What follows belongs to an exercise in optimizing a design on an open flow for small area and a short achievable clock period; a production flow would make more cautious choices.
Only simulation tests tie the RTL to the original design; equivalence was not proved.

==> flow/design.v <==
module arb_bank (
    input  wire        clk,
    input  wire        rst,           
    input  wire [18:0] req_valid,
    input  wire [75:0] req_len,       
    input  wire [5:0]  req_lnk_rt,    
    output wire [18:0] req_ready,
    input  wire        cfg_we,
    input  wire [4:0]  cfg_addr,      
    input  wire [15:0] cfg_wdata,
    output reg         gnt_valid,     
    output reg  [4:0]  gnt_id,
    output reg  [4:0]  owner,         
    output reg  [3:0]  rt_run,
    output reg  [15:0] floor_cnt,
    output reg  [15:0] lfsr
);
    localparam N = 19;
    reg  [31:0] now;
    reg  [N-1:0] pend;
    reg  [N-1:0] pend_rt;
    reg  [31:0] stamp [0:N-1];
    reg  [3:0]  plen  [0:N-1];
    reg  [7:0]  ticket [0:N-1];
    assign req_ready = ~pend;
    function is_rt_id;
        input integer id;
        input [5:0] lnk_rt;
        begin
            if (id >= 6 && id <= 9)
                is_rt_id = 1'b1;
            else if (id >= 10 && id <= 15)
                is_rt_id = lnk_rt[id-10];
            else
                is_rt_id = 1'b0;
        end
    endfunction
    function [7:0] ticket_reset;
        input integer id;
        begin
            if (id <= 3)       ticket_reset = 8'd32;
            else if (id <= 5)  ticket_reset = 8'd64;
            else if (id <= 9)  ticket_reset = 8'd0;
            else if (id <= 17) ticket_reset = 8'd16;
            else               ticket_reset = 8'd32;
        end
    endfunction
    reg        busy;
    reg [3:0]  beats_left;    
    wire boundary = !busy || (beats_left == 4'd0);
    reg [31:0] age [0:N-1];
    reg        rt_any, be_any;
    reg [4:0]  old_rt, old_be;
    reg [31:0] best_rt_age, best_be_age;
    integer i;
    always @* begin
        rt_any = 1'b0;
        be_any = 1'b0;
        old_rt = 5'd0;
        old_be = 5'd0;
        best_rt_age = 32'd0;
        best_be_age = 32'd0;
        for (i = 0; i < N; i = i + 1) begin
            age[i] = now - stamp[i];
            if (pend[i] && pend_rt[i]) begin
                if (!rt_any || age[i] > best_rt_age) begin
                    old_rt = i[4:0];
                    best_rt_age = age[i];
                end
                rt_any = 1'b1;
            end
            if (pend[i] && !pend_rt[i]) begin
                if (!be_any || age[i] > best_be_age) begin
                    old_be = i[4:0];
                    best_be_age = age[i];
                end
                be_any = 1'b1;
            end
        end
    end
    reg [15:0] lfsr_next;    
    reg        fb;
    always @* begin
        lfsr_next = lfsr;
        for (i = 0; i < 16; i = i + 1) begin
            fb = lfsr_next[15] ^ lfsr_next[13] ^ lfsr_next[12] ^ lfsr_next[10];
            lfsr_next = {lfsr_next[14:0], fb};
        end
    end
    reg [11:0] tsum;
    reg [27:0] prod;
    reg [11:0] r;
    reg [11:0] run;
    reg        lot_found;
    reg [4:0]  lot_win;
    always @* begin
        tsum = 12'd0;
        for (i = 0; i < N; i = i + 1)
            if (pend[i] && !pend_rt[i])
                tsum = tsum + {4'd0, ticket[i]};
        prod = lfsr_next * tsum;
        r = prod[27:16];
        run = 12'd0;
        lot_found = 1'b0;
        lot_win = 5'd0;
        for (i = 0; i < N; i = i + 1) begin
            if (pend[i] && !pend_rt[i]) begin
                run = run + {4'd0, ticket[i]};
                if (!lot_found && run > r) begin
                    lot_found = 1'b1;
                    lot_win = i[4:0];
                end
            end
        end
    end
    wire decide   = boundary && (rt_any || be_any);
    wire pick_rt  = rt_any && (!be_any || rt_run < 4'd15);
    wire [4:0] win = pick_rt ? old_rt : ((tsum == 12'd0) ? old_be : lot_win);
    always @(posedge clk)
        now <= now + 32'd1;
    always @(posedge clk) begin
        if (rst) begin
            pend       <= {N{1'b0}};
            pend_rt    <= {N{1'b0}};
            busy       <= 1'b0;
            beats_left <= 4'd0;
            gnt_valid  <= 1'b0;
            gnt_id     <= 5'd0;
            owner      <= 5'd31;
            rt_run     <= 4'd0;
            floor_cnt  <= 16'd0;
            lfsr       <= 16'hACE1;
            for (i = 0; i < N; i = i + 1)
                ticket[i] <= ticket_reset(i);
        end else begin
            gnt_valid <= 1'b0;
            if (decide) begin
                busy       <= 1'b1;
                beats_left <= plen[win];
                gnt_valid  <= 1'b1;
                gnt_id     <= win;
                owner      <= win;
                pend[win]  <= 1'b0;
                if (pick_rt) begin
                    rt_run <= be_any ? rt_run + 4'd1 : 4'd0;
                end else begin
                    rt_run <= 4'd0;
                    lfsr   <= lfsr_next;
                    if (rt_any && floor_cnt != 16'hFFFF)
                        floor_cnt <= floor_cnt + 16'd1;
                end
            end else if (boundary) begin
                busy  <= 1'b0;
                owner <= 5'd31;
            end else begin
                beats_left <= beats_left - 4'd1;
            end
            for (i = 0; i < N; i = i + 1) begin
                if (req_valid[i] && !pend[i]) begin
                    pend[i]    <= 1'b1;
                    pend_rt[i] <= is_rt_id(i, req_lnk_rt);
                    stamp[i]   <= now;
                    plen[i]    <= req_len[4*i +: 4];
                end
            end
            if (cfg_we) begin
                if (cfg_addr == 5'd31) begin
                    if (cfg_wdata != 16'd0)
                        lfsr <= cfg_wdata;
                end else if (cfg_addr == 5'd30) begin
                    floor_cnt <= cfg_wdata;
                end else begin
                    for (i = 0; i < N; i = i + 1)
                        if (cfg_addr == i[4:0] && !(i >= 6 && i <= 9))
                            ticket[i] <= cfg_wdata[7:0];
                end
            end
        end
    end
endmodule
==> flow/run.sh <==
#!/bin/bash
# synth_recipe.tcl (not shown) runs the flow's synth.tcl, then flattens the netlist and writes it again
# the make line also repeats each setting of config.mk as NAME=value (left out here)
make -C /OpenROAD-flow-scripts/flow DESIGN_CONFIG=/design/flow/config.mk WORK_HOME=/design/flow/orfs CLKGATE_MAP_FILE= SYNTH_SCRIPT=/design/flow/synth_recipe.tcl finish
==> flow/config.mk <==
export PLATFORM = sky130hd
export DESIGN_NAME = arb_bank
export DESIGN_NICKNAME = arb_bank
export VERILOG_FILES = /design/flow/design.v
export SDC_FILE = /design/flow/constraint.sdc
export NUM_CORES = 4
export LEC_CHECK = 0
export CAP_MARGIN = 40
export CORE_MARGIN = 2
export CORE_UTILIZATION = 40
export SLEW_MARGIN = 40
==> flow/constraint.sdc <==
create_clock -name core_clock -period 62.0 [get_ports {clk}]
set_input_delay 12.4000 -clock core_clock [delete_from_list [all_inputs] [get_ports {clk}]]
set_output_delay 12.4000 -clock core_clock [all_outputs]
set_load 0.01 [all_outputs]
==> implementation parameters <==
Parameter                              Value

Critical path
  Critical Path Slowest Stage Cell ... sky130_fd_sc_hd__or4b_2
  Critical path arrival ... between 50000 and 60000 ps
  Length in cells of the worst reg-to-reg path ... between 300 and 400
  Setup Crit Path Kind ... reg -> reg
  Largest fanout of any net on the critical path ... 50
  Most prevalent standard cell on the critical path ... sky130_fd_sc_hd__a21oi_1
  Startpoint kind of the worst setup timing path ... flip-flop
  Kind of end point of the critical path ... flip-flop
  Critical path data required time ... 62650 ps
  Max incr delay on CP ... between 600 and 700 ps

Synth
  Cell count after synthesis ... ~12000
  Share of synthesized area spent on multiplexers ... 0.04870
  Combinational family with the most area after synthesis ... adder cells
  Proportion of netlist area held by the largest area contributor ... 0.2150
  Unique cell type count in the Yosys netlist ... 121
  Post-synthesis compound-gate area fraction ... 0.1748
  Prevailing post-synth register cell ... sky130_fd_sc_hd__edfxtp_1
  Mapped Avg Cell Area ... about 8.4 µm²
  Adder-cell share of the synthesized area ... 0.2478
  Share of synthesized cell area in and, or, nand and nor gates ... 0.1623
  Netlist Area Pre-Place ... approximately 110000 µm²
  Number of nets produced by synthesis ... 14550
  Cell type with the highest aggregate area in the netlist ... sky130_fd_sc_hd__ha_1
  Cell types with the largest area share after synthesis ... sky130_fd_sc_hd__ha_1, sky130_fd_sc_hd__edfxtp_1, sky130_fd_sc_hd__inv_1, sky130_fd_sc_hd__a21oi_1, sky130_fd_sc_hd__dfxtp_1
  Number of synthesized register bits ... about 920
  Share of flip-flops with an asynchronous set or reset ... 0
  Sequential cell area fraction in the yosys report ... 0.2400
  Yosys Warn Count ... 5
  Fraction of synthesized cell area in xor and xnor cells ... 0.05986
  Number of synthesized flops with an enable pin ... between 600 and 700

Global routing
  Via count of the first global-routing pass ... approximately 86000
  Wire length of the first global-routing pass ... about 540 mm
  Number of antenna violations at the first check in global routing ... 16
  All-layer global routing usage ... 0.2671
  Remaining global-route overflow ... 0
  Pin count of the biggest net entering global routing ... 66

STA
  Setup TNS after final layout ... 0 ps
  Worst clock skew ... just over 60 ps
  Hold violation total from the final report ... 0
  Relative slew margins ... 0.3724
  Minimum clock period ... just under 60000 ps
  Final worst-path cycle share ... 0.9429
  Fmax ... roughly 17 MHz
  Hold slack final ... between 400 and 500 ps
  Measured slew at the worst slew-check pin ... approximately 930 ps
  Setup-violating endpoint count in the final report ... 0
  Count of pins over their slew limit ... 0

Floorplan
  Die width ... around 520 µm
  Floorplan die area ... about 270000 µm²
  Starting utilization of the core area ... 0.4012
  Core ar. ... approximately 260000 µm²
  Top-level I/O count ... approximately 190
  Placement Rows ... ~190
  Die Height ... slightly above 500 µm

Final layout
  Fraction of layout cells with a size suffix above 1 ... 0.06982
  Final nets ... 14870
  Area Overhead vs Synth ... 11.78%

Routing
  DRC violations left ... 0
  Iteration count of the initial detailed-routing pass ... 6
  Via-to-Cell Ratio ... roughly 5.6
  Antenna Nets Post-Route ... 0
  Wirelength, routed ... around 370 mm
  Initial DRC count ... 8136
  Number of vias in the routed layout ... ~92000
  Average wire length per cell after detail routing ... 22.37 µm

CTS
  CTS tree ... yes
  Clock latency (worst-skew pair) ... approximately 800 ps
  Maximum level of the CTS H-tree ... 3
  Clock root buffer ... sky130_fd_sc_hd__clkbuf_16
  Num CTS Buffers ... ~120
  CTS clock-pin slew for the worst setup and hold paths ... roughly 60 ps
  Deepest clock path buffer count ... 3
  Sinks on Clock Net ... slightly above 900
  Cts-stage hold buffer count ... 0

Flow run
  Number of max-capacitance violations reported ... 0

Placement
  HPWL reported at the end of detailed placement ... between 200 and 300 mm
  Number of input and output port buffers inserted ... 190
  Routability congestion estimate from global placement ... just under 1

Hold path
  HP Class ... reg -> reg
  Worst hold path stage count ... 2

Run status
  Status ... timing/DRC/antenna clean
-- timing repair --
item	CTS	global route
pin swaps	2	15
setup buffers	2	29
resized for setup	7	111
cloned	0	4
setup endpoints to repair	23	33
-- per-stage QoR --
step	worst slack (ps)	cell area, µm²	util	cells
after CTS	70.98	116600	0.4454	16340
final	3538	117400	0.4484	16390
after detailed placement	-617.9	112600	0.4299	16120
after global placement	0.1208	112400	0.4294	16120
after floorplan	2402	105000	-	12450
after global routing	-186.2	117400	0.4484	16380
-- critical path: cells and delay by family (launching register included) --
family                   cells  cell delay, ps
AO/OA/AOI/OAI              152           29360
flip-flops                   1             310
multiplexers                 7            1730
adder cells (fa/ha/maj)     21            6530
buffers and inverters       32            5040
AND/OR/NAND/NOR             95           14950
XOR/XNOR                     1             190
-- cells by family after synthesis --
| group | after synthesis |
|---|---|
| AO/OA/AOI/OAI | 2931 |
| XOR/XNOR | 704 |
| multiplexers | 489 |
| buffers and inverters | 1830 |
| other | 1 |
| adder cells (fa/ha/maj) | 1977 |
| flip-flops | 917 |
| AND/OR/NAND/NOR | 3602 |
-- metal layers --
metal  track usage  vias to the layer above  share of wire  routed length, µm
met2        0.4146                     3088           0.43             157600
met3       0.03144                      538          0.072              26360
met5             0                        -              0                  0
li1              -                    44600              -                  -
met4       0.09396                        0          0.040              14580
met1        0.3800                    43590           0.46             168000
-- area by class of cell --
type                    count  area [µm²]
diodes                     12       30.03
clock buffers             153        3233
clock inverters            66       767.0
fillers                 25720      144400
inverters                1557        5866
multi-input cells        9706       73680
flip-flops and latches    917       25250
well taps                3515        4398
repair buffers            463        4178
-- synth_stat cells (46+ instances only) --
| master | number |
|---|---|
| sky130_fd_sc_hd__o21bai_1 | 93 |
| sky130_fd_sc_hd__nand4_1 | 231 |
| sky130_fd_sc_hd__nor2b_1 | 277 |
| sky130_fd_sc_hd__nand2b_1 | 225 |
| sky130_fd_sc_hd__mux2i_1 | 341 |
| sky130_fd_sc_hd__dfxtp_1 | 233 |
| sky130_fd_sc_hd__or2_2 | 49 |
| sky130_fd_sc_hd__xor2_1 | 175 |
| sky130_fd_sc_hd__nor3_1 | 220 |
| sky130_fd_sc_hd__o21ai_0 | 709 |
| sky130_fd_sc_hd__inv_1 | 1545 |
| sky130_fd_sc_hd__and3_1 | 88 |
| sky130_fd_sc_hd__nand2_1 | 933 |
| sky130_fd_sc_hd__o21a_1 | 162 |
| sky130_fd_sc_hd__and2_1 | 71 |
| sky130_fd_sc_hd__edfxtp_1 | 684 |
| sky130_fd_sc_hd__or3_1 | 68 |
| sky130_fd_sc_hd__a21o_1 | 347 |
| sky130_fd_sc_hd__fa_1 | 172 |
| sky130_fd_sc_hd__nor2_1 | 1126 |
| sky130_fd_sc_hd__a21oi_1 | 936 |
| sky130_fd_sc_hd__ha_1 | 1805 |
| sky130_fd_sc_hd__xnor2_1 | 518 |
| sky130_fd_sc_hd__a211oi_1 | 84 |
| sky130_fd_sc_hd__nand3_1 | 187 |
| sky130_fd_sc_hd__clkbuf_1 | 210 |
| sky130_fd_sc_hd__a31oi_1 | 46 |
| sky130_fd_sc_hd__mux2_2 | 140 |
| sky130_fd_sc_hd__a21boi_0 | 134 |
-- cell usage in the layout, fill, tap and decap left out, drive strengths merged, types with 273 or more instances in the layout --
cell type,instances
inv,1559
edfxtp,684
nor2,1126
xnor2,523
mux2i,344
a21oi,938
o21ai,730
buf,273
ha,1805
nand2,933
nor2b,277
a21o,348
-- worst paths after layout --
kind	endpoint	start	slack, ps
setup / recovery	beats_left[0]$_SDFFE_PP0P_	now[0]$_DFF_P_	3540
hold / removal	gnt_id[3]$_SDFFE_PP0P_	gnt_id[3]$_SDFFE_PP0P_	470
setup reg to reg	beats_left[0]$_SDFFE_PP0P_	now[0]$_DFF_P_	3540
hold reg to reg	gnt_id[3]$_SDFFE_PP0P_	gnt_id[3]$_SDFFE_PP0P_	470
-- state kept, by name, summed over array words and instances (netlist names), 4 cells and up --
register / flops
pend: 19
floor_cnt: 16
ticket: 120
rt_run: 4
beats_left: 4
pend_rt: 10
lfsr: 16
now: 32
stamp: 608
owner: 5
gnt_id: 5
plen: 76

==> separate check: timing with driven ports <==
The flow's constraints put no driver on any port. The routed layout listed below was extracted and timed again, unchanged, in two steps. Step 1, drivers: a clkbuf_16 drives clk and a buf_2 each remaining input, both assumed. Step 2 moves the port delays by t, midway between the first and last clock arrival at a register: inputs arrive t later, outputs are due t later. That takes back most of the time a late clock gives input paths. a / b / c = no drivers / after step 1 / after step 2; a / b = the first two.
t (ns): 0.879
setup slack, ns: 3.538 / 3.538 / 3.538
worst slew at a driven data input, ns: 0.12
After both steps setup and hold are still met in this run. The setup slack of this run moves by 0.000 ns with the drivers and by 0.000 ns with both steps.
